This design comes from an exercise in tuning for small area and a short achievable clock period on the open sky130 flow, not from production work.
Where RTL was checked, it was by simulation tests only, not by an equivalence proof against the original.
Function not checked in run 2: the RTL went through the layout flow alone.

==> flow/design.v (outline; a module is shown in full before it is edited, if it fits) <==
// module lane_fma: 2439 lines
module lane_fma (
    input  wire        clk,
    input  wire        rst,
    input  wire        in_valid,
    input  wire [2:0]  in_op,
    input  wire [1:0]  in_mod,
    input  wire [31:0] in_a,
    input  wire [31:0] in_b,
    input  wire [31:0] in_c,
    output reg         out_valid,
    output reg  [31:0] out_res,
    output reg         out_clamp,
    output reg         out_bad
);
  // ...
==> flow/flow/run.sh <==
#!/bin/bash
# The standard layout (standard.sh, unchanged synthesis), with two
# settings outside config.mk's list: timing repair aims for 6 ns of setup
# slack, and the port buffers are buf_1 cells. make's full output goes to
# standard.log; each ORFS step logs under orfs/logs/.
export SETUP_SLACK_MARGIN=6
export BUFFER_PORTS_ARGS="-buffer_cell sky130_fd_sc_hd__buf_1"
bash standard.sh > standard.log 2>&1
==> flow/standard.sh <==
#!/bin/bash
# synth_recipe.tcl (not shown) runs the flow's synth.tcl, then flattens the netlist and writes it again
# the make line also repeats each setting of config.mk as NAME=value (left out here)
make -C /OpenROAD-flow-scripts/flow DESIGN_CONFIG=/design/flow/config.mk WORK_HOME=/design/flow/orfs CLKGATE_MAP_FILE= SYNTH_SCRIPT=/design/flow/synth_recipe.tcl "${@:-finish}"
==> flow/config.mk <==
export PLATFORM = sky130hd
export DESIGN_NAME = lane_fma
export DESIGN_NICKNAME = lane_fma
export VERILOG_FILES = /design/flow/design.v
export SDC_FILE = /design/flow/constraint.sdc
export NUM_CORES = 4
export LEC_CHECK = 0
export CAP_MARGIN = 20
export CORE_MARGIN = 2
export CORE_UTILIZATION = 60
export CTS_CLUSTER_DIAMETER = 100
export CTS_CLUSTER_SIZE = 30
export SLEW_MARGIN = 20
==> flow/constraint.sdc <==
create_clock -name core_clock -period 11.0 [get_ports {clk}]
set_input_delay 2.2000 -clock core_clock [delete_from_list [all_inputs] [get_ports {clk}]]
set_output_delay 2.2000 -clock core_clock [all_outputs]
set_load 0.01 [all_outputs]
==> run_results.csv, run 1 <==
group,metric,value,unit
yosys,netlist.area_leader.share,19.3,%
detailed_routing,drtAntennaViolNets,0,
clocking,cts_hold_repair_buffers,0,
floorplanning,design.die.area,72300,um2
yosys,yosys_most_used_dff,"sky130_fd_sc_hd__dfxtp_1",
clocking,clk_latency,0.63,ns
placed_design,place_inst,5852,
yosys,post_synthesis_average_cell_area,8.35,um2
global_routing,globalRouteOverflowTotal,0,
cells_and_area,flops_and_latches,405,
floorplanning,die-width,269,um
yosys,yosysTopAreaCell,"sky130_fd_sc_hd__dfxtp_1",
cells_and_area,num-nonclk-buffers,311,
detailed_routing,met2_wire_length,63.9,mm
yosys,syn_inst,5042,
cells_and_area,num-nets-final,5617,
detailed_routing,finalWirelength,152,mm
yosys,synth-compound-area-share,19.0,%
cells_and_area,multi_input_comb_area,32400,um2
yosys,netlist_area,42100,um2
cells_and_area,layout.cells.most_common,"sky130_fd_sc_hd__nand2_1",
yosys,synthesized_netlist_net_count,5648,
global_routing,initial_antenna_violation_count,4,
detailed_routing,drt_iter0_drc,5499,
floorplanning,rows,97,
outcome,status,"complete, no violations",
min_path,hold_class,"flop to flop",
setup_path,gate_family_responsible_for_the_most_delay_along_the_worst_path,"compound AO/OA/AOI/OAI gates",
global_routing,use_met2,60.0,%
detailed_routing,drt_first_pass_iters,7,
detailed_routing,detailroute.via_count,39300,
setup_path,cpPeakStageDelay,0.50,ns
detailed_routing,post_drt_wl_per_cell,25.5,um
yosys,synth_most_common_cell,"sky130_fd_sc_hd__nand2_1",
clocking,ctsRootBufferMaster,"sky130_fd_sc_hd__clkbuf_16",
cells_and_area,bufAreaShareNonClock,4.36,%
global_routing,groute.layer.met3.usage,11.8,%
cells_and_area,largest_registers,"r2_q (127), r3_mag (77), out_res (32)",
cells_and_area,final-seq-area,8140,um2
global_routing,grt_use_met1,55.1,%
setup_path,crit_slowest_cell,"sky130_fd_sc_hd__o21ai_1",
floorplanning,pin_count,139,
==> run 2, diff against run 1 <==
--- a/flow/design.v
+++ b/flow/design.v
@@ -2329,47 +2329,51 @@
     wire lz_z30 = lz_z14 & lz_z29;
     wire lz_c30_0 = lz_z14 ? lz_z21 : lz_z6;
     wire lz_c30_1 = lz_z14 ? lz_c29_0 : lz_c14_0;
     wire lz_c30_2 = lz_z14 ? lz_c29_1 : lz_c14_1;
     wire lz_c30_3 = lz_z14 ? lz_c29_2 : lz_c14_2;
     wire       lzero = lz_z30;
     wire [4:0] lzc = {lz_z14, lz_c30_0, lz_c30_1, lz_c30_2, lz_c30_3};
     wire [76:0] mag_ps = mag << {lz_z14, lz_c30_0, 5'd0};
+    wire        stl_ps = ~(lz_z14 | lz_c30_0) & (|mag[20:0]);
     reg        r3_valid;
     reg [1:0]  r3_mod;
     reg        r3_sp_hit, r3_sp_bad, r3_sp_inf, r3_sp_sgn;
     reg        r3_sign, r3_zero;
-    reg [76:0] r3_mag;
+    reg [76:21] r3_mag;
+    reg        r3_stl;
     reg [4:0]  r3_lz;
     reg signed [10:0] r3_e76;
     always @(posedge clk) begin
         if (rst) r3_valid <= 1'b0;
         else     r3_valid <= r2_valid;
         r3_mod    <= r2_mod;
         r3_sp_hit <= r2_sp_hit;
         r3_sp_bad <= r2_sp_bad;
         r3_sp_inf <= r2_sp_inf;
         r3_sp_sgn <= r2_sp_sgn;
         r3_sign   <= r2_psign ^ sneg;
         r3_zero   <= lzero;
-        r3_mag    <= mag_ps;
+        r3_mag    <= mag_ps[76:21];
+        r3_stl    <= stl_ps;
         r3_lz     <= lzc;
         r3_e76    <= r2_e76;
     end
-    wire [76:0] nrm4 = r3_mag << {r3_lz[2:0], 2'b00};
+    wire [76:0] nrm4 = {r3_mag, 21'd0} << {r3_lz[2:0], 2'b00};
     wire [1:0]  f    = nrm4[76] ? 2'd0 : nrm4[75] ? 2'd1 : nrm4[74] ? 2'd2 : 2'd3;
     wire [76:0] norm = nrm4 << f;
     wire [23:0] mant = norm[76:53];
     wire        rbit = norm[52];
     reg         stc;
     integer     k;
     always @(*) begin
         stc = 1'b0;
-        for (k = 0; k < 49; k = k + 1)
+        stc = r3_stl;
+        for (k = 21; k < 49; k = k + 1)
             if ({1'b0, r3_lz[2:0], 2'b00} < 8'd49 - k[7:0]) stc = stc | r3_mag[k];
     end
     wire sticky = stc | (nrm4[51] && f <= 2'd0) | (nrm4[50] && f <= 2'd1) | (nrm4[49] && f <= 2'd2);
     wire signed [10:0] ec   = r3_e76 - $signed({4'b0000, r3_lz, 2'b00});
     wire signed [10:0] epre = ec - $signed({9'd0, f});
     wire        rup  = rbit && (sticky || mant[0]);
     wire        mall = &mant;
     wire        mcy  = mall && rup;                  
==> flow/config.mk (replaced) <==
export PLATFORM = sky130hd
export DESIGN_NAME = lane_fma
export DESIGN_NICKNAME = lane_fma
export VERILOG_FILES = /design/flow/design.v
export SDC_FILE = /design/flow/constraint.sdc
export NUM_CORES = 4
export LEC_CHECK = 0
export CAP_MARGIN = 20
export CORE_MARGIN = 2
export CORE_UTILIZATION = 60
export SLEW_MARGIN = 20
==> run 2 against run 1 <==
Still clean. Clock skew is 0.024 ns lower. Synthesized cell count is 1.4% lower. Utilization is 2.4 points higher. Sequential share of layout area is 1.1 points lower. Worst hold slack worse by 0.011 ns. Setup slack worse by 0.55 ns. First-iteration DRC count is 5.6% lower. Critical endpoint is now r3_mag[34]. Highest routed layer is now met5.
==> run_results.csv, run 2 <==
group,metric,value,unit
detailed_routing,post_drt_wl_per_cell,25.7,um
cells_and_area,num-nets-final,5633,
global_routing,groute.layer.met3.usage,10.0,%
setup_path,timing_worst_setup_path_type,"flop to flop",
setup_path,timing.critical_path.arrival,6.11,ns
setup_path,setup.reg_to_reg.worst_slack,5.45,ns
floorplanning,die_height,266,um
clocking,cts.reportedPaths.clkPinSlew,0.06,ns
timing,fmax,180,MHz
yosys,yosys-mux-area-fraction,6.68,%
yosys,post_synthesis_average_cell_area,8.29,um2
setup_path,cpPeakStageDelay,0.61,ns
yosys,async_reset_ff_share,0,%
yosys,syn_inst,4970,
timing,slew_violations,0,
clocking,tritoncts,"built",
timing,worstMarginPinSlew,1.04,ns
timing,layout_worst_path_cycle_share,50.5,%
detailed_routing,finalWirelength,153,mm
yosys,yosysTopAreaCell,"sky130_fd_sc_hd__dfxtp_1",
floorplanning,design.die.area,70800,um2
placed_design,placed_cell_area,42300,um2
clocking,cts_made_buffers,44,
cells_and_area,largest_register_ff_count,127,
setup_path,required,11.56,ns
yosys,synth_commonest_cells,"sky130_fd_sc_hd__nand2_1, sky130_fd_sc_hd__xnor2_1, sky130_fd_sc_hd__dfxtp_1",
setup_path,critical_path_buf_inv_count,6,
global_routing,initial_antenna_violation_count,1,
detailed_routing,detailroute.via_count,39400,
yosys,post_synth_and_or_nand_nor_area_fraction,16.0,%
clocking,clock_sink_count,385,
setup_path,timing.critical_path.fanout_max,7,
cells_and_area,layout.cells.most_common_list,"sky130_fd_sc_hd__nand2_1, sky130_fd_sc_hd__xnor2_1, sky130_fd_sc_hd__dfxtp_1",
setup_path,worstReg2RegEnd,"r3_mag[34]",
yosys,yosys_most_used_dff,"sky130_fd_sc_hd__dfxtp_1",
setup_path,cp-start-kind,"flop",
global_routing,grt_most_used_layer,"met2",
global_routing,grt.total_usage,41.4,%
yosys,synth.lib_cells_used.distinct,103,
global_routing,globalRouteOverflowTotal,0,
timing,report.final.setup_viol,0,
global_routing,wire_length_of_the_first_global_routing_pass,224,mm
yosys,synth_most_common_cell,"sky130_fd_sc_hd__nand2_1",
yosys,synth_seq_area_share,18.7,%
clocking,clk_latency,0.62,ns
outcome,status,"complete, no violations",
min_path,timing.hold.worst_path_depth,0,
detailed_routing,detail_route.vias_per_cell,6.63,
yosys,synth_adder_area_share,20.9,%
yosys,synth_enable_flop_cells,0,
floorplanning,pin_count,139,
detailed_routing,drt_iter0_drc,5191,
timing,rsz_0062_raised_after_global_routing,"true",
yosys,netlist_area,41200,um2
cells_and_area,fraction_of_layout_instances_using_a_drive_strength_above_1,12.6,%
global_routing,grt_max_degree,125,
detailed_routing,drt_first_pass_iters,7,
placed_design,buffer_ports.inserted,138,
cells_and_area,layout-area-overhead-vs-synth,12.7,%
detailed_routing,drtAntennaViolNets,0,
yosys,synthesis.yosys.warnings,1,
floorplanning,rows,96,
cells_and_area,layout.cells.most_common,"sky130_fd_sc_hd__nand2_1",
yosys,netlist.area_leader.share,18.7,%
timing,relSlewSlack,30.2,%
setup_path,crit_slowest_cell,"sky130_fd_sc_hd__or4_4",
floorplanning,core_area,68300,um2
timing,total_negative_slack,0,ns
clocking,ctsRootBufferMaster,"sky130_fd_sc_hd__clkbuf_16",
min_path,hold_class,"flop to flop",
placed_design,place.detailed.hpwl,109,mm
setup_path,gate_family_responsible_for_the_most_delay_along_the_worst_path,"compound AO/OA/AOI/OAI gates",
setup_path,worst-r2r-cell-count,22,
cells_and_area,largest-register,"r2_q",
timing,layout_min_cycle_time,5.55,ns
detailed_routing,drt_drc_violations_left,0,
clocking,htreeDepth,2,
global_routing,grt_pass1_vias,36700,
global_routing,grt_use_met1,54.4,%
clocking,cts_buffer_depth,3,
global_routing,use_met2,62.6,%
placed_design,gp_weighted_congestion,1.06,
min_path,hp-start,"r2_sp_hit",
yosys,largest_family_of_logic_cells_by_synthesized_area,"adder cells",
setup_path,crit_path_cell_trace,"ha_4 -> fa_2 -> a21o_1 -> a221o_1 -> inv_2 -> o2111a_2 -> inv_4 -> a31o_4 -> a21oi_4 -> buf_12 -> buf_4 -> o2111ai_1 -> and4_1 -> a211oi_1 -> o21ai_0 -> nor4b_4 -> nand2_1 -> or4_4 -> nor2_4 -> buf_6 -> buf_16 -> a22o_1",
floorplanning,die-width,266,um
setup_path,end_kind,"flop",
yosys,post_synth_xor_xnor_area,11.8,%
floorplanning,initial_core_util,60.3,%
yosys,synthesized_netlist_net_count,5577,
run,cap_violations,0,
clocking,cts_hold_repair_buffers,0,
timing,worst_clock_skew,0.0466,ns
yosys,synth_area_leaders,"sky130_fd_sc_hd__dfxtp_1, sky130_fd_sc_hd__fa_1, sky130_fd_sc_hd__xnor2_1",
yosys,synth-compound-area-share,19.4,%
yosys,synth_seq_cells,385,
cells_and_area,finish.instance_area,46500,um2
cells_and_area,largest_registers,"r2_q (127), r3_mag (56), out_res (32)",
min_path,timing.hold.worst_endpoint,"r3_sp_hit",
setup_path,regToRegStartpoint,"r2_q[78]",
timing,hold_violations,0,
## run 2: cell count changes in the layout (fill, tap and decap cells not counted), moves of 13 or more
cell	delta
sky130_fd_sc_hd__buf_4	+36
sky130_fd_sc_hd__o21ai_0	-19
sky130_fd_sc_hd__nand4_1	-14
sky130_fd_sc_hd__xnor2_1	+28
sky130_fd_sc_hd__clkbuf_16	+25
sky130_fd_sc_hd__nor4_1	-16
sky130_fd_sc_hd__a21boi_0	-13
## run 2: metrics by stage
stage	worst slack [ns]	hold WS, ns	std cells	util (%)
final	5.45	0.324	5945	68.0
after global routing	5.37	0.328	5944	68.0
after CTS	5.75	0.326	5858	65.5
after detailed placement	4.19	0.312	5729	61.9
after global placement	4.29	0.311	5729	61.9
after floorplan	6.00	0.310	4970	-
## run 2: repair_timing
item                                    4_1_cts  5_1_grt
resized for setup                           117      200
endpoints found under the setup margin      126      139
cloned                                        9       10
setup buffers                                38       76
pin swaps                                    33       62
## run 2: kinds of logic (layout without fill, tap and decap cells)
group / after synthesis / count (layout)
AOI/OAI and AO/OA: 1172 / 1173
and+or+nand+nor: 1447 / 1453
muxes: 218 / 218
other: 0 / 1
xor gates and xnor gates: 555 / 555
DFF: 385 / 385
buffers and inverters: 690 / 775
adders and majority gates: 503 / 503
## run 2: worst register-to-register path, cell delays in order, from the launching register on
cell and delay (ns):
sky130_fd_sc_hd__dfxtp_2 0.33, sky130_fd_sc_hd__ha_4 0.15, sky130_fd_sc_hd__fa_2 0.34, sky130_fd_sc_hd__a21o_1 0.19
sky130_fd_sc_hd__a221o_1 0.40, sky130_fd_sc_hd__inv_2 0.11, sky130_fd_sc_hd__o2111a_2 0.26, sky130_fd_sc_hd__inv_4 0.06
sky130_fd_sc_hd__a31o_4 0.24, sky130_fd_sc_hd__a21oi_4 0.17, sky130_fd_sc_hd__buf_12 0.18, sky130_fd_sc_hd__buf_4 0.16
sky130_fd_sc_hd__o2111ai_1 0.14, sky130_fd_sc_hd__and4_1 0.22, sky130_fd_sc_hd__a211oi_1 0.27, sky130_fd_sc_hd__o21ai_0 0.26
sky130_fd_sc_hd__nor4b_4 0.52, sky130_fd_sc_hd__nand2_1 0.32, sky130_fd_sc_hd__or4_4 0.61, sky130_fd_sc_hd__nor2_4 0.17
sky130_fd_sc_hd__buf_6 0.13, sky130_fd_sc_hd__buf_16 0.10, sky130_fd_sc_hd__a22o_1 0.14
## run 2: layout make-up
cell class	instances	area, um2
antenna	1	2.50
clock buffer	59	1220
clock inverter	23	288
fill	5813	21900
inverter	319	1260
multi-input combinational	3902	32100
sequential	385	7730
tap	882	1100
timing repair buffer	371	2700
timing repair inverter	3	26.3
## run 2: worst max path at each step
stage / slack, ns / cells past startpoint / end / from
after floorplan: 6.00 / 19 / r1_far / in_a[23]
after global placement: 4.29 / 21 / r3_mag[40] / r2_q[2]
after detailed placement: 4.19 / 21 / r3_mag[36] / r2_q[2]
after CTS: 5.75 / 22 / r3_mag[36] / r2_q[78]
after global routing: 5.37 / 22 / r3_mag[34] / r2_q[2]
final: 5.45 / 22 / r3_mag[34] / r2_q[78]
## run 2: layer usage
metal	wire, um	vias to the layer above
li1	-	17400
met1	59000	18800
met2	65500	2635
met3	17900	623
met4	10500	2
met5	13	-

-- static timing again, ports no longer ideal --
No port has a modelled driver above. Below, the same layouts with a new extraction and two added sets of constraints. Step 1 sets driving cells, clkbuf_16 on the clock port and buf_2 on the other inputs (assumed; they add their load-dependent delay and slew). Step 2 times the ports against the registers' clock, not the clock port: input delays grow and output delays shrink by t, the midpoint of the rising clock arrivals with the driver on. Slacks: ideal ports / drivers / drivers and shift; pairs: ideal ports / drivers.
run	t (ns)	setup slack, ns	clock arrival spread, ns	worst data-port slew with drivers (ns)
run 1	0.661	5.997 / 5.997 / 5.545	0.070 / 0.070	0.14
run 2	0.670	5.450 / 5.450 / 5.450	0.048 / 0.048	0.07
After both steps every run listed still meets setup and hold. For run 1, which loses most, drivers alone change the setup slack by 0.000 ns; drivers and shift together by -0.452 ns.
